From an optimization exercise on the open Yosys and OpenROAD flow, aimed at small area, a short achievable clock period and few clock cycles per item; shortcuts taken in it are not production practice.
Where RTL was checked, it was by simulation tests only, not by an equivalence proof against the original.
No functional check of the RTL was part of run 1.
Power is estimated from default activity; no workload was simulated.

===== flow/design.v =====
module lg_encoder (
    input  wire        clk,
    input  wire        rst,
    input  wire        in_valid,
    output wire        in_ready,
    input  wire [63:0] in_word,
    output wire        out_valid,
    input  wire        out_ready,
    output wire [63:0] out_word,
    output wire [2:0]  out_code,
    output wire        out_last
);
    localparam [1:0] T_ZERO = 2'b00, T_REPEAT = 2'b01, T_DELTA = 2'b10, T_LIT = 2'b11;
    localparam [1:0] M_ZERO = 2'd0, M_COMP = 2'd1, M_RAW = 2'd2;
    reg  [63:0] in_r;
    reg         in_v;
    reg  [63:0] prev;          
    reg  [4:0]  wt;            
    reg         tg_v;          
    reg  [1:0]  tg;            
    reg  [15:0] tg_d;          
    reg         tg_last;       
    reg  [1:0]  tg_c;          
    reg  [4:0]  wp_n;          
    reg  [8:0]  pbytes;        
    reg         allz;          
    reg         hasd;          
    reg  [4:0]  dpos;          
    reg  [15:0] g_wlo;         
    reg  [1:0]  g_c;           
    reg  [63:0] hdr_acc;       
    reg  [1:0]  hdr_ext;       
    reg         hdr_sh;        
    reg  [63:0] acc;           
    reg  [3:0]  an;            
    reg         flush;         
    reg  [63:0] mem [0:31];
    reg  [4:0]  wp;
    reg  [31:0] rsel;          
    reg  [5:0]  cnt;           
    reg         wok;           
    reg         q_v;
    reg  [1:0]  q_mode;
    reg  [2:0]  q_code;
    reg  [5:0]  q_nb;          
    reg  [4:0]  q_last;        
    reg         q_hd;
    reg  [4:0]  q_d;
    reg  [15:0] q_wlo;
    reg  [1:0]  q_c;
    reg         cur_v;
    reg  [1:0]  cur_mode;
    reg  [4:0]  k;             
    reg  [5:0]  cur_nb;
    reg  [4:0]  cur_last;
    reg         cur_hd;
    reg  [4:0]  cur_d;
    reg         dlt_pend;      
    reg  [63:0] ob;
    reg         ob_v;
    reg  [2:0]  ob_code;
    reg         ob_last;
    reg  [47:0] pb;            
    reg         adv;
    reg         in_ready_r;
    assign in_ready = in_ready_r;
    wire        first = (wt == 5'd0);
    wire [63:0] a = in_r;
    wire [63:0] b = prev;
    wire        is_zero = (a == 64'd0);
    wire        is_eq   = (a == b);
    wire [48:0] ah = a[63:15];
    wire [48:0] bh = b[63:15];
    wire        brw = (a[14:0] < b[14:0]);
    wire [48:0] hx  = ah ^ bh;
    wire [48:0] hxs = {1'b0, hx[48:1]};
    wire [48:0] run = ~hxs | hx;                       
    wire [48:0] tp  = run & (~hx | (hxs ^ ah));
    wire [48:0] tm  = run & (~hx | (hxs ^ bh));
    wire        hi_eq = (hx == 49'd0);
    wire        hi_p1 = (hx[0] && (&tp)) || ((&hx) && (ah == 49'd0));    
    wire        hi_m1 = (hx[0] && (&tm)) || ((&hx) && (bh == 49'd0));    
    wire        small_n = hi_eq | (brw ? hi_p1 : hi_m1);
    wire        small_f = (a[63:15] == {49{1'b0}}) || (a[63:15] == {49{1'b1}});
    wire [16:0] dlt17 = {1'b0, a[15:0]} - {1'b0, (first ? 16'd0 : b[15:0])};
    wire [15:0] dlt = dlt17[15:0];
    wire [1:0]  cdir = {!dlt[15] && dlt17[16], dlt[15] && !dlt17[16]};
    reg  [1:0]  tag;
    always @(*) begin
        if (is_zero)                  tag = T_ZERO;
        else if (!first && is_eq)     tag = T_REPEAT;
        else if (first ? small_f : small_n) tag = T_DELTA;
        else                          tag = T_LIT;
    end
    wire        take = adv && tg_v;
    wire [3:0]  plen = !tg_v ? 4'd0 : (tg == T_LIT) ? 4'd8 : (tg == T_DELTA) ? 4'd2 : 4'd0;
    wire [63:0] pay  = plen[3] ? prev : plen[1] ? {48'd0, tg_d} : 64'd0;
    reg  [127:0] comb;
    always @(*) begin
        case (an)
            4'd0:    comb = {64'd0, pay};
            4'd2:    comb = {48'd0, pay, acc[15:0]};
            4'd4:    comb = {32'd0, pay, acc[31:0]};
            4'd6:    comb = {16'd0, pay, acc[47:0]};
            default: comb = {pay, acc};
        endcase
    end
    wire [4:0]  ctot = {1'b0, an} + {1'b0, plen};
    wire        full8 = (ctot >= 5'd8);
    wire        emit = adv && (flush ? (an != 4'd0) : full8);
    wire [63:0] emit_beat = flush ? acc : comb[63:0];
    wire        t_dl   = (tg == T_DELTA);
    wire [8:0]  pb_fin = pbytes + {5'd0, plen};
    wire        allz_fin = allz && (tg == T_ZERO);
    wire        hasd_fin = hasd || t_dl;
    wire [4:0]  dpos_fin = t_dl ? wp_n : dpos;
    wire [15:0] wlo_fin  = t_dl ? prev[15:0] : g_wlo;
    wire [1:0]  c_fin    = t_dl ? tg_c : g_c;
    wire        raw_g  = (pb_fin > 9'd248);
    wire [2:0]  nsec   = (pb_fin <= 9'd56) ? 3'd1 : (pb_fin <= 9'd120) ? 3'd2 :
                         (pb_fin <= 9'd184) ? 3'd3 : 3'd4;
    wire [5:0]  nbeats = pb_fin[8:3] + {5'd0, pb_fin[2:0] != 3'd0};
    always @(posedge clk) begin
        if (adv) begin
            in_r <= in_word;
            if (in_v) begin
                prev <= a;
                tg   <= tag;
                tg_d <= dlt;
                tg_last <= (wt == 5'd31);
                tg_c <= cdir;
            end
        end
        if (take) begin
            hdr_acc <= {tg, hdr_acc[63:2]};
            hdr_ext <= hdr_acc[1:0];
        end
        if (take && tg == T_DELTA) begin
            g_wlo <= prev[15:0];
            g_c   <= tg_c;
        end
        if (adv) begin
            if (flush)
                acc <= pay;
            else if (full8)
                acc <= comb[127:64];
            else
                acc <= comb[63:0];
        end
        if (wok) mem[wp] <= emit_beat;
    end
    always @(posedge clk) begin
        if (rst) begin
            in_v   <= 1'b0;
            wt     <= 5'd0;
            tg_v   <= 1'b0;
            wp_n   <= 5'd0;
            pbytes <= 9'd0;
            allz   <= 1'b1;
            hasd   <= 1'b0;
            an     <= 4'd0;
            flush  <= 1'b0;
            hdr_sh <= 1'b0;
            wp     <= 5'd0;
        end else begin
            if (adv) begin
                in_v <= in_valid && in_ready_r;
                tg_v <= in_v;
                if (in_v) wt <= wt + 5'd1;
                end
            flush <= flush_n;
            an    <= an_n;
            if (take) begin
                if (tg_last) begin
                    pbytes <= 9'd0;
                    allz   <= 1'b1;
                    hasd   <= 1'b0;
                end else begin
                    pbytes <= pb_fin;
                    if (tg != T_ZERO) allz <= 1'b0;
                    if (t_dl) begin hasd <= 1'b1; dpos <= wp_n; end
                end
                wp_n <= wp_n + 5'd1;
            end
            if (push) hdr_sh <= 1'b0;
            else if (take) hdr_sh <= 1'b1;
            if (emit) wp <= wp + 5'd1;
        end
    end
    reg [63:0] rd;
    integer r;
    always @(*) begin
        rd = 64'd0;
        for (r = 0; r < 32; r = r + 1)
            rd = rd | ({64{rsel[r]}} & mem[r]);
    end
    localparam integer P_HDR = 0, P_MEM = 1, P_FUN = 2, P_DLT = 3;
    reg  [3:0]  pl_sel;        
    reg         pl_last;       
    reg         pl_k0;         
    wire        from_q   = !cur_v;
    wire        nx_avail = cur_v || q_v;
    wire        nx_read  = pl_sel[P_MEM] || pl_sel[P_FUN] || pl_sel[P_DLT];
    wire [15:0] s_wlo  = q_wlo;
    wire [1:0]  s_c    = q_c;
    wire [47:0] hi_inc = ob[63:16] + 48'd1;
    wire [47:0] hi_dec = ob[63:16] - 48'd1;
    wire [47:0] hi_sum = pl_k0 ? {48{s_c[0]}} :
                         s_c[1] ? hi_inc : s_c[0] ? hi_dec : ob[63:16];
    wire [63:0] dsum   = {hi_sum, s_wlo};
    wire [63:0] q_hdr   = hdr_sh ? {hdr_acc[61:0], hdr_ext} : hdr_acc;
    wire [63:0] nx_word = ({64{pl_sel[P_HDR]}} & q_hdr) |
                          ({64{pl_sel[P_MEM]}} & rd) |
                          ({64{pl_sel[P_FUN]}} & {rd[15:0], pb}) |
                          ({64{pl_sel[P_DLT]}} & dsum);
    wire load = (!ob_v || out_ready) && nx_avail;
    wire rdo  = load && nx_read;
    wire        push     = take && tg_last;
    wire        loadq    = load && from_q;
    wire        cur_v_n  = load ? !pl_last : cur_v;
    wire [4:0]  k_n      = !load ? k : from_q ? 5'd1 : k + 5'd1;
    wire [1:0]  cmode_n  = loadq ? q_mode : cur_mode;
    wire [5:0]  cnb_n    = loadq ? q_nb   : cur_nb;
    wire [4:0]  clast_n  = loadq ? q_last : cur_last;
    wire        chd_n    = loadq ? q_hd   : cur_hd;
    wire [4:0]  cd_n     = loadq ? q_d    : cur_d;
    wire        q_v_n    = push || (q_v && !loadq);
    wire [1:0]  new_mode = allz_fin ? M_ZERO : raw_g ? M_RAW : M_COMP;
    wire [2:0]  new_code = allz_fin ? 3'd0 : raw_g ? 3'd5 : nsec;
    wire [4:0]  new_last = allz_fin ? 5'd0 : raw_g ? 5'd31 : {nsec[1:0] - 2'd1, 3'b111};
    wire        new_hd   = hasd_fin && raw_g;
    wire [1:0]  qmode_n  = push ? new_mode : q_mode;
    wire        qhd_n    = push ? new_hd : q_hd;
    wire [4:0]  qd_n     = push ? dpos_fin : q_d;
    wire [4:0]  qlast_n  = push ? new_last : q_last;
    function [5:0] plan_first;       
        input [1:0] mode; input hd; input [4:0] d; input [4:0] last;
        begin
            plan_first = {1'b0, last == 5'd0, 4'd0};
            case (mode)
                M_RAW:  if (hd && d == 5'd0) plan_first[5] = 1'b1;
                default: ;
            endcase
            case (mode)
                M_RAW:  if (hd && d == 5'd0) plan_first[P_DLT] = 1'b1; else plan_first[P_MEM] = 1'b1;
                M_COMP: plan_first[P_HDR] = 1'b1;
                default: ;
            endcase
        end
    endfunction
    function [5:0] plan_next;
        input [4:0] kk; input [1:0] mode; input [5:0] nb; input [4:0] last; input hd; input [4:0] d;
        begin
            plan_next = {1'b0, kk == last, 4'd0};
            case (mode)
                M_RAW: begin
                    if (hd && kk == d)     plan_next[P_DLT] = 1'b1;
                    else if (hd && kk > d) plan_next[P_FUN] = 1'b1;
                    else                   plan_next[P_MEM] = 1'b1;
                end
                M_COMP: if ({1'b0, kk} <= nb) plan_next[P_MEM] = 1'b1;
                default: ;
            endcase
        end
    endfunction
    wire [5:0]  pq      = plan_first(qmode_n, qhd_n, qd_n, qlast_n);
    wire [5:0]  pk      = from_q ? plan_next(5'd1, q_mode, q_nb, q_last, q_hd, q_d)
                                 : plan_next(k + 5'd1, cur_mode, cur_nb, cur_last, cur_hd, cur_d);
    wire [5:0]  p_load  = pl_last ? pq : pk;
    wire [5:0]  p_hold  = cur_v ? {pl_k0, pl_last, pl_sel} : pq;
    wire [5:0]  plan_n  = load ? p_load : p_hold;
    wire [3:0]  plan_sel  = plan_n[3:0];
    wire        plan_last = plan_n[4];
    wire        plan_k0   = plan_n[5];
    wire [5:0]  cnt_p1  = cnt + 6'd1;
    wire [5:0]  cnt_m1  = cnt - 6'd1;
    wire [5:0]  cnt_n   = (emit && !rdo) ? cnt_p1 : (rdo && !emit) ? cnt_m1 : cnt;
    wire        flush_n = adv ? (take && tg_last) : flush;
    wire [3:0]  an_n    = !adv ? an : flush ? plen : full8 ? ctot[3:0] - 4'd8 : ctot[3:0];
    wire        full_n  = ((cnt == 6'd32) && !(rdo && !emit)) || ((cnt == 6'd31) && emit && !rdo);
    wire        dlt_pend_n = (loadq && q_hd && !pl_sel[P_DLT]) || (dlt_pend && !(load && pl_sel[P_DLT]));
    wire        tg_v_n  = adv ? in_v : tg_v;
    wire        tg_l_n  = (adv && in_v) ? (wt == 5'd31) : tg_last;
    wire        hp_n    = q_v_n && qmode_n == M_COMP;
    wire        sh_n    = !push && (take || hdr_sh);
    wire        adv_n   = !(tg_v_n && tg_l_n && (q_v_n || dlt_pend_n)) && !(hp_n && sh_n) &&
                          (!full_n || (flush_n && an_n == 4'd0));
    always @(posedge clk) begin
        pl_sel  <= plan_sel;
        pl_last <= plan_last;
        pl_k0   <= plan_k0;
        if (load) begin
            ob      <= nx_word;
            ob_code <= from_q ? q_code : ob_code;
            ob_last <= pl_last;
        end
        if (rdo) pb <= rd[63:16];
        cur_mode <= cmode_n;
        cur_nb   <= cnb_n;
        cur_last <= clast_n;
        cur_hd   <= chd_n;
        cur_d    <= cd_n;
        if (push) begin
            q_nb   <= nbeats;
            q_wlo  <= wlo_fin;
            q_c    <= c_fin;
            q_code <= new_code;
        end
        q_mode <= qmode_n;
        q_hd   <= qhd_n;
        q_d    <= qd_n;
        q_last <= qlast_n;
    end
    always @(posedge clk) begin
        if (rst) begin
            adv   <= 1'b1;
            in_ready_r <= 1'b0;
            ob_v  <= 1'b0;
            q_v   <= 1'b0;
            cur_v <= 1'b0;
            dlt_pend <= 1'b0;
            k     <= 5'd0;
            rsel  <= 32'd1;
            cnt   <= 6'd0;
            wok   <= 1'b1;
        end else begin
            adv        <= adv_n;
            in_ready_r <= adv_n;
            if (load) ob_v <= 1'b1;
            else if (out_ready) ob_v <= 1'b0;
            cur_v <= cur_v_n;
            dlt_pend <= dlt_pend_n;
            k     <= k_n;
            q_v   <= q_v_n;
            if (rdo) rsel <= {rsel[30:0], rsel[31]};
            cnt <= cnt_n;
            wok <= !full_n;
        end
    end
    assign out_valid = ob_v;
    assign out_word  = ob;
    assign out_code  = ob_code;
    assign out_last  = ob_last;
endmodule

===== flow/flow/run.sh =====
#!/bin/bash
# The standard layout, with timing repair aiming for 6.8 ns of setup slack
# (a 3.2 ns clock) instead of ORFS's default. Make's output goes to flow.log;
# each ORFS step keeps its own log under orfs/logs/.
set -euo pipefail
bash standard.sh SETUP_SLACK_MARGIN=6.8 finish > flow.log 2>&1

===== flow/standard.sh =====
#!/bin/bash
# synth_recipe.tcl (not shown) runs the flow's synth.tcl, then flattens the netlist and writes it again
# the make line also repeats each setting of config.mk as NAME=value (left out here)
make -C /OpenROAD-flow-scripts/flow DESIGN_CONFIG=/design/flow/config.mk WORK_HOME=/design/flow/orfs CLKGATE_MAP_FILE= SYNTH_SCRIPT=/design/flow/synth_recipe.tcl "${@:-finish}"

===== flow/config.mk =====
export PLATFORM = sky130hd
export DESIGN_NAME = lg_encoder
export DESIGN_NICKNAME = lg_encoder
export VERILOG_FILES = /design/flow/design.v
export SDC_FILE = /design/flow/constraint.sdc
export NUM_CORES = 4
export LEC_CHECK = 0
export CAP_MARGIN = 30
export CORE_MARGIN = 2
export CORE_UTILIZATION = 45
export CTS_CLUSTER_DIAMETER = 80
export CTS_CLUSTER_SIZE = 24
export SLEW_MARGIN = 30

===== flow/constraint.sdc =====
create_clock -name core_clock -period 10.0 [get_ports {clk}]
set_input_delay 2.0000 -clock core_clock [delete_from_list [all_inputs] [get_ports {clk}]]
set_output_delay 2.0000 -clock core_clock [all_outputs]
set_load 0.01 [all_outputs]

==> results.json, run 1 <==
{
  "cp_slowest_cell": "edfxtp_1",
  "synth_area_um2": 104000,
  "grt_pass1_vias": 65200,
  "track_usage_pct": 32.4,
  "p_per_area_nw_per_um2": 164,
  "vias": 70600,
  "p_clk_share_pct": 33.0,
  "antenna_found_initial": 17,
  "ys_top_cells_by_area": "edfxtp_1, a22oi_1, dfxtp_1",
  "crit_chain": "buf_2",
  "max_stage_delay_ps": 500,
  "post-route-min-period_ps": 3540,
  "die_x_um": 485,
  "rsz0062_at_grt": "yes",
  "startpoint_type": "flop",
  "comb_power_share_pct": 4.7,
  "numCtsBuffers": 138,
  "p_int_w": 0.0151,
  "cts_sinks": 2614,
  "cts_root_buf": "clkbuf_16",
  "num_io_pins": 138,
  "ys_ff_latch": 2614,
  "worstPathArrival_ps": 1540,
  "startpoint": "ob[48]",
  "worstSetupEndpointType": "output pin",
  "skew_ps": 45.3,
  "via_per_inst": 6.94,
  "synth_edf_count": 2518,
  "io_buffers": 137,
  "netSwitchingPower_w": 0.00431,
  "ys_types": 76,
  "critPathKind": "reg2out",
  "status": "complete, no violations",
  "synthFlopType": "edfxtp_1",
  "yosysMostFrequentCell": "edfxtp_1",
  "min_from": "q_last[1]",
  "cp_max_fo": 2,
  "async_flop_share_pct": 0,
  "clk_pin_slew_worst_paths_ps": 90,
  "setup_tns_ps": 0,
  "cts_hold_buf": 0,
  "cap_viol_max_count": 0,
  "dpl.hpwl_um": 212000,
  "cts_buffer_depth": 3,
  "clock_latency_ps": 850,
  "yosysTopAreaCell": "edfxtp_1",
  "place_congestion": 0.916,
  "hold_viol": 0,
  "grt_pass1_wl_um": 531000,
  "synth_common_cells": "edfxtp_1, a22oi_1, nand2_1",
  "totalWireLength_um": 393000,
  "die_y_um": 485,
  "cp.required_ps": 8000,
  "avgSynthCellArea_um2": 15.3,
  "ir_worst_vdd_v": 0.000166,
  "yosysTopAreaCellShare_pct": 72.7,
  "core-area_um2": 230000,
  "start_util_pct": 45.2,
  "p_total_w": 0.0194,
  "yosysSeqAreaShare_pct": 74.6,
  "slew-limit-headroom_pct": 8.40,
  "finalCritPeriodShare_pct": 35.4,
  "crit_family": "flip-flops",
  "hold_class": "reg2reg",
  "tightest_slew_ps": 1360,
  "row_count": 176,
  "routedWlPerCell_um": 38.6,
  "route.detailed.drc": 0,
  "final_net_count": 7211,
  "syn_nets": 6916,
  "leakage_nw": 38.2,
  "crit-reg2reg-launch": "tg[0]",
  "power.share.sequential_pct": 62.3,
  "ys_warn_count": 1,
  "fmax_ghz": 0.283,
  "synthCells": 6774,
  "cts_htree_levels": 4,
  "syn2layout_area_growth_pct": 13.9,
  "setup_viol": 0,
  "drive_above_1_share_pct": 16.2,
  "die_area_um2": 235000,
  "grt_max_degree": 76,
  "drt_iter0_drc": 12000,
  "cts_tree": "done",
  "path_buf_inv": 1,
  "first_pass_iters": 9,
  "gr-total-overflow": 0,
  "drv_slew": 0,
  "switching_share_pct": 22.2,
  "drtAntennaViolNets": 0
}
## per-layer routing
metal,GRT usage (%),vias up,part of all wire [%]
met5,0,-,0.014
met4,14.5,8,5.5
met3,7.34,880,13
met2,48.0,5323,44
met1,45.8,36400,37
li1,-,27900,-
## logic make-up after synthesis
kind of cell | after synthesis | synth area share [%]
xor+xnor | 168 | 1.42
mux | 164 | 1.67
fa+ha+maj | 74 | 0.905
simple gates | 1416 | 6.89
flops | 2614 | 74.6
buf+inv | 537 | 1.95
compound gates | 1801 | 12.6
## power groups by stage
stage,sequential (W),combinational [W],clock (W)
final,0.0121,0.000910,0.00641
after CTS,0.0121,0.000842,0.00643
after global placement,0.0124,0.000780,0
after detailed placement,0.0124,0.000790,0
after floorplan,0.0123,0.000478,0
after global routing,0.0121,0.000955,0.00678
## area by class of cell
type | instances | area [um^2]
Clock buffer | 162 | 3720
Antenna cell | 16 | 40.0
Clock inverter | 38 | 484
Sequential cell | 2614 | 77700
Fill cell | 19000 | 111000
Inverter | 81 | 379
Timing Repair Buffer | 607 | 5940
Tap cell | 3026 | 3790
Multi-Input combinational cell | 3627 | 26400
## what timing repair did
item | 4_1_cts | 5_1_grt
resized for setup | 541 | 120
cloned | 11 | 4
hold endpoints to repair | 0 | 0
setup buffers | 141 | 99
pin swaps | 49 | 62
setup endpoints to repair | 2240 | 541
## per-stage QoR
stage          worst slack (ps)  hold slack (ps)  util (%)  instance area, um^2  cells
2_1_floorplan              5720              400         -               104000   6774
3_3_place_gp               3820              421      47.8               110000   9689
3_5_place_dp               3710              417      47.9               110000   9695
4_1_cts                    6410              439      50.8               117000  10000
5_1_grt                    6350              446      51.5               118000  10200
6_report                   6460              441      51.5               118000  10200
## final timing paths
check,to,slack (ps),depth (start not counted)
hold reg to reg,cur_last[1],440,0
setup / recovery,out_word[48],6460,1
setup reg to reg,cnt[5],6520,21
hold / removal,cur_last[1],440,0
## layout by cell type (no fill, tap or decap), types with 26 or more instances in the layout
| cell type | count |
|---|---|
| buf_12 | 26 |
| o21ai_0 | 187 |
| buf_6 | 69 |
| nor3_1 | 41 |
| xnor2_1 | 55 |
| nor4_1 | 67 |
| buf_4 | 338 |
| nor2_1 | 142 |
| nand3_1 | 183 |
| xor2_1 | 76 |
| or4_1 | 44 |
| a22oi_1 | 794 |
| o21ai_4 | 27 |
| edfxtp_1 | 2518 |
| mux2i_1 | 87 |
| nand4_1 | 191 |
| o21ai_2 | 47 |
| nand2_1 | 449 |
| clkdlybuf4s50_1 | 65 |
| nor2_4 | 38 |
| inv_1 | 69 |
| a222oi_1 | 63 |
| buf_2 | 59 |
| clkbuf_16 | 145 |
| dfxtp_4 | 36 |
| dfxtp_1 | 53 |
| ha_1 | 58 |
| mux2_2 | 77 |
| nand2b_1 | 67 |
| a22o_1 | 164 |
| or4_4 | 33 |
| a221oi_1 | 161 |
| a21oi_1 | 153 |
## flip-flops by register name (all words and copies together), names as in the netlist, 6 cells and up
signal	count
cnt	6
in_r	64
acc	64
pbytes	8
g_wlo	16
q_nb	6
hdr_acc	64
q_wlo	16
ob	64
mem	2048
prev	64
cur_nb	6
rsel	32
tg_d	16
pb	48
==> inputs of run 2 (changes only) <==
--- a/flow/design.v
+++ b/flow/design.v
@@ -17,4 +17,5 @@
     reg  [63:0] prev;          
     reg  [4:0]  wt;            
+    reg         first;         
     reg         tg_v;          
     reg  [1:0]  tg;            
@@ -39,4 +40,5 @@
     reg  [31:0] rsel;          
     reg  [5:0]  cnt;           
+    reg         rdo_r;         
     reg         wok;           
     reg         q_v;
@@ -65,5 +67,4 @@
     reg         in_ready_r;
     assign in_ready = in_ready_r;
-    wire        first = (wt == 5'd0);
     wire [63:0] a = in_r;
     wire [63:0] b = prev;
@@ -154,4 +155,5 @@
             in_v   <= 1'b0;
             wt     <= 5'd0;
+            first  <= 1'b1;
             tg_v   <= 1'b0;
             wp_n   <= 5'd0;
@@ -168,4 +170,5 @@
                 tg_v <= in_v;
                 if (in_v) wt <= wt + 5'd1;
+                if (in_v) first <= (wt == 5'd31);
                 end
             flush <= flush_n;
@@ -204,8 +207,8 @@
     wire [15:0] s_wlo  = q_wlo;
     wire [1:0]  s_c    = q_c;
-    wire [47:0] hi_inc = ob[63:16] + 48'd1;
-    wire [47:0] hi_dec = ob[63:16] - 48'd1;
+    wire [47:0] hi_inc = pb + 48'd1;
+    wire [47:0] hi_dec = pb - 48'd1;
     wire [47:0] hi_sum = pl_k0 ? {48{s_c[0]}} :
-                         s_c[1] ? hi_inc : s_c[0] ? hi_dec : ob[63:16];
+                         s_c[1] ? hi_inc : s_c[0] ? hi_dec : pb;
     wire [63:0] dsum   = {hi_sum, s_wlo};
     wire [63:0] q_hdr   = hdr_sh ? {hdr_acc[61:0], hdr_ext} : hdr_acc;
@@ -273,10 +276,8 @@
     wire        plan_last = plan_n[4];
     wire        plan_k0   = plan_n[5];
-    wire [5:0]  cnt_p1  = cnt + 6'd1;
-    wire [5:0]  cnt_m1  = cnt - 6'd1;
-    wire [5:0]  cnt_n   = (emit && !rdo) ? cnt_p1 : (rdo && !emit) ? cnt_m1 : cnt;
+    wire [5:0]  cnt_n   = cnt + {5'd0, emit} - {5'd0, rdo_r};
     wire        flush_n = adv ? (take && tg_last) : flush;
     wire [3:0]  an_n    = !adv ? an : flush ? plen : full8 ? ctot[3:0] - 4'd8 : ctot[3:0];
-    wire        full_n  = ((cnt == 6'd32) && !(rdo && !emit)) || ((cnt == 6'd31) && emit && !rdo);
+    wire        full_n  = rdo ? (cnt_n == 6'd33) : (cnt_n == 6'd32);
     wire        dlt_pend_n = (loadq && q_hd && !pl_sel[P_DLT]) || (dlt_pend && !(load && pl_sel[P_DLT]));
     wire        tg_v_n  = adv ? in_v : tg_v;
@@ -323,4 +324,5 @@
             rsel  <= 32'd1;
             cnt   <= 6'd0;
+            rdo_r <= 1'b0;
             wok   <= 1'b1;
         end else begin
@@ -335,4 +337,5 @@
             if (rdo) rsel <= {rsel[30:0], rsel[31]};
             cnt <= cnt_n;
+            rdo_r <= rdo;
             wok <= !full_n;
         end
--- a/flow/config.mk
+++ b/flow/config.mk
@@ -8,6 +8,6 @@
 export CAP_MARGIN = 30
 export CORE_MARGIN = 2
-export CORE_UTILIZATION = 45
-export CTS_CLUSTER_DIAMETER = 80
-export CTS_CLUSTER_SIZE = 24
+export CORE_UTILIZATION = 58
+export CTS_CLUSTER_DIAMETER = 70
+export CTS_CLUSTER_SIZE = 26
 export SLEW_MARGIN = 30
==> results.json, run 2 <==
{
  "ir_worst_vdd_v": 0.000215,
  "crit-reg2reg-launch": "tg[1]",
  "row_count": 155,
  "cts_root_buf": "clkbuf_16",
  "startpoint": "tg[1]",
  "final_common_cell": "edfxtp_1",
  "first_pass_iters": 10,
  "synthFlopType": "edfxtp_1",
  "antenna_found_initial": 18,
  "num_io_pins": 138,
  "n_fill_cell": 12700,
  "die_area_um2": 183000,
  "die_x_um": 428,
  "cp.required_ps": 10720,
  "yosysTopAreaCell": "edfxtp_1",
  "place_congestion": 0.946,
  "skew_ps": 54.0,
  "drt_iter0_drc": 12600,
  "final_cells": 9387,
  "core-area_um2": 178000,
  "largest_reg_flops": 2048,
  "yosysTopAreaCellShare_pct": 72.6,
  "grt_pass1_vias": 63600,
  "cts_htree_levels": 4,
  "syn2layout_area_growth_pct": 11.7,
  "dp.cells": 9010,
  "slew-limit-headroom_pct": 28.0,
  "finalCritPeriodShare_pct": 38.1,
  "avgSynthCellArea_um2": 15.4,
  "grt_max_degree": 81,
  "startpoint_type": "flop",
  "ys_ff_latch": 2616,
  "synthCells": 6776,
  "p_per_area_nw_per_um2": 195,
  "yosysMostFrequentCell": "edfxtp_1",
  "cts_sinks": 2616,
  "hold_viol": 0,
  "routedWlPerCell_um": 40.4,
  "ys_types": 82,
  "via_per_inst": 7.44,
  "track_usage_pct": 40.3,
  "clock_latency_ps": 860,
  "fmax_ghz": 0.263,
  "hold_class": "reg2reg",
  "start_util_pct": 58.4,
  "async_flop_share_pct": 0,
  "mostFrequentLayoutCells": "edfxtp_1, a22oi_1, nand2_1",
  "ys_top_cells_by_area": "edfxtp_1, a22oi_1, dfxtp_1",
  "cts_tree": "done",
  "grt_pass1_wl_um": 508000,
  "die_y_um": 428,
  "worstPathArrival_ps": 4530,
  "synth_edf_count": 2518,
  "post-route-min-period_ps": 3810,
  "critPathKind": "reg2reg",
  "dpl.hpwl_um": 205000,
  "status": "complete, no violations",
  "numCtsBuffers": 143,
  "rsz0062_at_grt": "yes",
  "yosysSeqAreaShare_pct": 74.5,
  "setup_tns_ps": 0,
  "tightest_slew_ps": 1080,
  "route.detailed.drc": 0,
  "synth_common_cells": "edfxtp_1, a22oi_1, nand2_1",
  "min_from": "q_code[2]",
  "cap_viol_max_count": 0,
  "drv_slew": 0,
  "vias": 69900,
  "leakage_nw": 37.6,
  "cp_max_fo": 3,
  "drive_above_1_share_pct": 14.6,
  "largest-register": "mem",
  "cts_buffer_depth": 3,
  "totalWireLength_um": 380000,
  "worstSetupEndpointType": "flop",
  "utilization_pct": 65.2,
  "io_buffers": 137,
  "gr-total-overflow": 0,
  "ys_warn_count": 1,
  "syn_nets": 6917,
  "drtAntennaViolNets": 0,
  "final_net_count": 7073,
  "synth_area_um2": 104000,
  "clk_pin_slew_worst_paths_ps": 80,
  "setup_viol": 0
}
[run 2: cells by family after synthesis]
logic type / after synthesis / synth area share, %
and+or+nand+nor: 1422 / 6.98
adders and majority gates: 73 / 0.891
muxes: 204 / 2.08
DFF: 2616 / 74.5
xor gates and xnor gates: 158 / 1.37
buffers and inverters: 535 / 1.96
AOI/OAI and AO/OA: 1768 / 12.2
[run 2: repair_timing]
item,4_1_cts,5_1_grt
endpoints found under the setup margin,2350,1207
hold buffers,0,0
hold endpoints to repair,0,0
buffers inserted,50,53
cloned,6,23
pin swaps,20,39
resized for setup,437,119
[run 2: area by class of cell]
cell class | count | area, um^2 | area share (%)
tap | 2355 | 2950 | 2.53
clock buffer | 169 | 3900 | 3.35
clock inverter | 67 | 885 | 0.760
sequential | 2616 | 77700 | 66.8
inverter | 78 | 353 | 0.303
timing repair buffer | 441 | 4060 | 3.49
antenna | 9 | 22.5 | 0.0194
multi-input combinational | 3652 | 26500 | 22.7
[run 2: final timing paths]
| kind | end | slack (ps) | cells after the start |
|---|---|---|---|
| setup / recovery | adv | 6190 | 23 |
| hold / removal | ob_code[2] | 440 | 0 |
| setup reg to reg | adv | 6190 | 23 |
| hold reg to reg | ob_code[2] | 440 | 0 |
[run 2: metal layers]
metal | vias to the layer above | wire (um) | track usage, %
met1 | 35400 | 134000 | 56.3
met5 | - | 165 | 0
met4 | 16 | 23500 | 20.7
li1 | 27700 | - | -
met2 | 5761 | 169000 | 60.4
met3 | 1052 | 53200 | 8.62
[run 2: worst max-delay path, stage by stage (launching register included)]
cell and delay, ps:
edfxtp_1 400, buf_6 120, nand2b_4 50, nor2_4 130, ha_4 160, ha_4 140, and2_4 170, a21oi_4 60
or3_4 380, and3_4 170, inv_4 60, ha_4 190, inv_4 50, ha_4 120, inv_2 40, fa_2 380
inv_2 60, a21oi_2 40, o21bai_1 150, xnor2_1 180, nand2_1 140, nor3_4 150, a211oi_2 100, or2_4 280
[run 2: report_power, final]
part | switching [W] | internal, W
clock network | 0.00367 | 0.00313
registers | 0.000397 | 0.0126
logic | 0.00194 | 0.000923
[run 2: stage by stage]
stage	hold slack [ps]	setup slack (ps)	area (um^2)	power, W
2_1_floorplan	400	5780	105000	0.0145
3_3_place_gp	426	5280	109000	0.0157
5_1_grt	458	5970	116000	0.0232
4_1_cts	436	6230	115000	0.0224
6_report	442	6190	116000	0.0227
3_5_place_dp	416	5230	109000	0.0157
Testbench counts of run 2, summed over its fixed seeds: cycles 77,008, groups 2,400.
==> inputs of run 3 (changes only) <==
--- a/flow/design.v
+++ b/flow/design.v
@@ -279,5 +279,7 @@
     wire        flush_n = adv ? (take && tg_last) : flush;
     wire [3:0]  an_n    = !adv ? an : flush ? plen : full8 ? ctot[3:0] - 4'd8 : ctot[3:0];
-    wire        full_n  = rdo ? (cnt_n == 6'd33) : (cnt_n == 6'd32);
+    wire        c31 = (cnt == 6'd31), c32 = (cnt == 6'd32), c33 = (cnt == 6'd33);
+    wire        full_n  = emit ? ((!rdo_r && !rdo && c31) || ((rdo_r ^ rdo) && c32) || (rdo_r && rdo && c33))
+                               : ((!rdo_r && !rdo && c32) || ((rdo_r ^ rdo) && c33));
     wire        dlt_pend_n = (loadq && q_hd && !pl_sel[P_DLT]) || (dlt_pend && !(load && pl_sel[P_DLT]));
     wire        tg_v_n  = adv ? in_v : tg_v;
==> results.json, run 3 <==
{
  "ys_warn_count": 1,
  "status": "complete, no violations",
  "tightest_slew_ps": 1120,
  "drtAntennaViolNets": 0,
  "start_util_pct": 58.4,
  "die_x_um": 428,
  "synth_area_um2": 104000,
  "cts_sinks": 2616,
  "yosysMostFrequentCell": "edfxtp_1",
  "r2r_slack_ps": 6710,
  "cts_buffer_depth": 3,
  "drt_iter0_drc": 12900,
  "finalCritPeriodShare_pct": 35.2,
  "async_flop_share_pct": 0,
  "hold_viol": 0,
  "ys_ff_latch": 2616,
  "cts_htree_levels": 4,
  "track_usage_pct": 40.9,
  "p_per_area_nw_per_um2": 175,
  "path_buf_inv": 1,
  "ys_top_cells_by_area": "edfxtp_1, a22oi_1, dfxtp_1",
  "place_area_um2": 110000,
  "numCtsBuffers": 141,
  "io_buffers": 137,
  "yosysSeqAreaShare_pct": 74.3,
  "synth_top_family_by_area": "compound AO/OA/AOI/OAI gates",
  "cp.required_ps": 8000,
  "fmax_ghz": 0.284,
  "synth_fa_ha_area_share_pct": 0.961,
  "slew-limit-headroom_pct": 25.1,
  "final_net_count": 7122,
  "hold_class": "reg2reg",
  "fin_area_um2": 117000,
  "critPathKind": "reg2out",
  "synth_common_cells": "edfxtp_1, a22oi_1, clkbuf_1",
  "synth_compound_area_share_pct": 12.8,
  "synthFlopType": "edfxtp_1",
  "cp_slowest_cell": "edfxtp_1",
  "place_congestion": 0.915,
  "crit_family": "flip-flops",
  "drv_slew": 0,
  "clock_latency_ps": 860,
  "startpoint_type": "flop",
  "yosysTopAreaCellShare_pct": 72.4,
  "grt_max_degree": 87,
  "first_pass_iters": 9,
  "synthCells": 6741,
  "worstSetupEndpointType": "output pin",
  "cts_root_buf": "clkbuf_16",
  "cts_tree": "done",
  "routedWlPerCell_um": 40.9,
  "avgSynthCellArea_um2": 15.5,
  "final_common_cell": "edfxtp_1",
  "synth_edf_count": 2518,
  "ys_types": 81,
  "cap_viol_max_count": 0,
  "yosys.area_share.xor_xnor_pct": 1.27,
  "grt_pass1_vias": 64500,
  "mostFrequentLayoutCells": "edfxtp_1, a22oi_1, nand2_1",
  "skew_ps": 45.6,
  "leakage_nw": 38.4,
  "die_area_um2": 183000,
  "drive_above_1_share_pct": 15.9,
  "yosysTopAreaCell": "edfxtp_1",
  "startpoint": "ob[62]",
  "syn_nets": 6888,
  "vias": 70300,
  "dpl.hpwl_um": 209000,
  "via_per_inst": 7.45,
  "r2r_end": "ob[50]",
  "syn2layout_area_growth_pct": 12.5,
  "route.detailed.drc": 0,
  "setup_viol": 0,
  "totalWireLength_um": 386000,
  "grt_pass1_wl_um": 520000,
  "row_count": 155,
  "clk_pin_slew_worst_paths_ps": 90,
  "endpoint": "out_word[62]",
  "max_stage_delay_ps": 490,
  "antenna_found_initial": 16,
  "cp_max_fo": 1,
  "setup_tns_ps": 0,
  "worstPathArrival_ps": 1520,
  "r2r_cells": 6,
  "core-area_um2": 179000,
  "num_io_pins": 138,
  "largest-register": "mem",
  "largest_reg_flops": 2048,
  "yosys.area_share.simple_pct": 6.86,
  "critical_path_depth": 1,
  "ir_worst_vdd_v": 0.000201,
  "die_y_um": 428,
  "post-route-min-period_ps": 3520,
  "crit-reg2reg-launch": "rsel[2]",
  "gr-total-overflow": 0,
  "rsz0062_at_grt": "yes",
  "crit_chain": "buf_2",
  "synth_mux_area_share_pct": 1.88
}
run 3: how the worst min path moves through the flow:
stage          startpoint          to  slack (ps)  cells past startpoint
4_1_cts         q_code[2]  ob_code[2]         430                      0
3_5_place_dp    q_code[2]  ob_code[2]         410                      0
2_1_floorplan   q_code[0]  ob_code[0]         400                      0
5_1_grt         q_code[2]  ob_code[2]         430                      0
6_report        q_code[1]  ob_code[1]         430                      0
3_3_place_gp    q_code[2]  ob_code[2]         410                      0
run 3: final cells by class:
class	instances	area, um^2
sequential	2616	77700
tap	2355	2950
timing repair buffer	543	5200
inverter	80	384
clock inverter	66	736
multi-input combinational	3586	26400
antenna	23	57.6
clock buffer	168	3860
fill	12600	61200
timing repair inverter	7	83.8
run 3: cells by family (layout without fill, tap and decap cells):
logic type / after synthesis / in the layout
AO/OA/AOI/OAI: 1808 / 1808
XOR/XNOR: 151 / 151
adder cells (fa/ha/maj): 79 / 79
buffers and inverters: 546 / 864
flip-flops: 2616 / 2616
multiplexers: 184 / 184
other: 0 / 23
AND/OR/NAND/NOR: 1357 / 1364
run 3: repair_timing:
action | CTS | global route
hold buffers | 0 | 0
cloned | 15 | 7
setup buffers | 109 | 74
setup endpoints to repair | 1937 | 361
resized for setup | 462 | 113
endpoints found under the hold margin | 0 | 0
pin swaps | 33 | 42
run 3: routing by layer:
| metal | share of wire, % | global-route usage, % | vias up |
|---|---|---|---|
| li1 | - | - | 27900 |
| met1 | 36 | 56.7 | 35800 |
| met2 | 44 | 61.4 | 5632 |
| met3 | 14 | 9.49 | 942 |
| met4 | 5.8 | 20.4 | 20 |
| met5 | 0.037 | 0 | - |
run 3: per-stage QoR:
step	worst slack (ps)	power, W	instances	hold WS, ps	utilization, %
2_1_floorplan	5850	0.0133	6741	400	-
3_3_place_gp	5050	0.0139	8977	407	61.3
3_5_place_dp	5060	0.0140	8980	409	61.4
4_1_cts	6440	0.0204	9338	429	64.9
5_1_grt	6460	0.0209	9422	434	65.7
6_report	6480	0.0205	9444	427	65.7
run 3: power by group:
group / internal, W / switching [W] / total (W) / leakage (nW)
clock network: 0.00296 / 0.00368 / 0.00664 / 2.24
logic: 0.000479 / 0.00104 / 0.00152 / 12.0
registers: 0.0122 / 0.000168 / 0.0123 / 24.2
total: 0.0156 / 0.00489 / 0.0205 / 38.4
Testbench counts of run 3, summed over its fixed seeds: cycles 77,008, groups 2,400.

-- static timing again, ports no longer ideal --
How much do the figures lean on ideal ports? The routed layouts below were timed once more, with nothing changed but the port constraints.
Step 1 (the two cells are an assumption about what drives the block):
set clk [get_ports {clk}]
set_driving_cell -lib_cell sky130_fd_sc_hd__clkbuf_16 $clk
set_driving_cell -lib_cell sky130_fd_sc_hd__buf_2 [delete_from_list [all_inputs] $clk]
Step 2 moves the port delays by t, midway between the first and last clock arrival at a register: inputs arrive t later, outputs are due t later. That takes back most of the time a late clock gives input paths.
a / b / c = no drivers / after step 1 / after step 2; a / b = the first two.
run	shift t [ns]	setup slack, ns	latest minus earliest clock arrival (ns)	slew at the worst register clock pin (ns)
run 1	0.932	6.465 / 6.367 / 5.675	0.054 / 0.053	0.10 / 0.10
run 2	0.926	6.194 / 6.194 / 5.656	0.060 / 0.061	0.10 / 0.10
run 3	0.935	6.479 / 6.382 / 5.973	0.046 / 0.045	0.10 / 0.10
After both steps setup and hold are still met in every run listed. For run 1, which loses most, drivers alone change the setup slack by -0.098 ns; drivers and shift together by -0.790 ns.
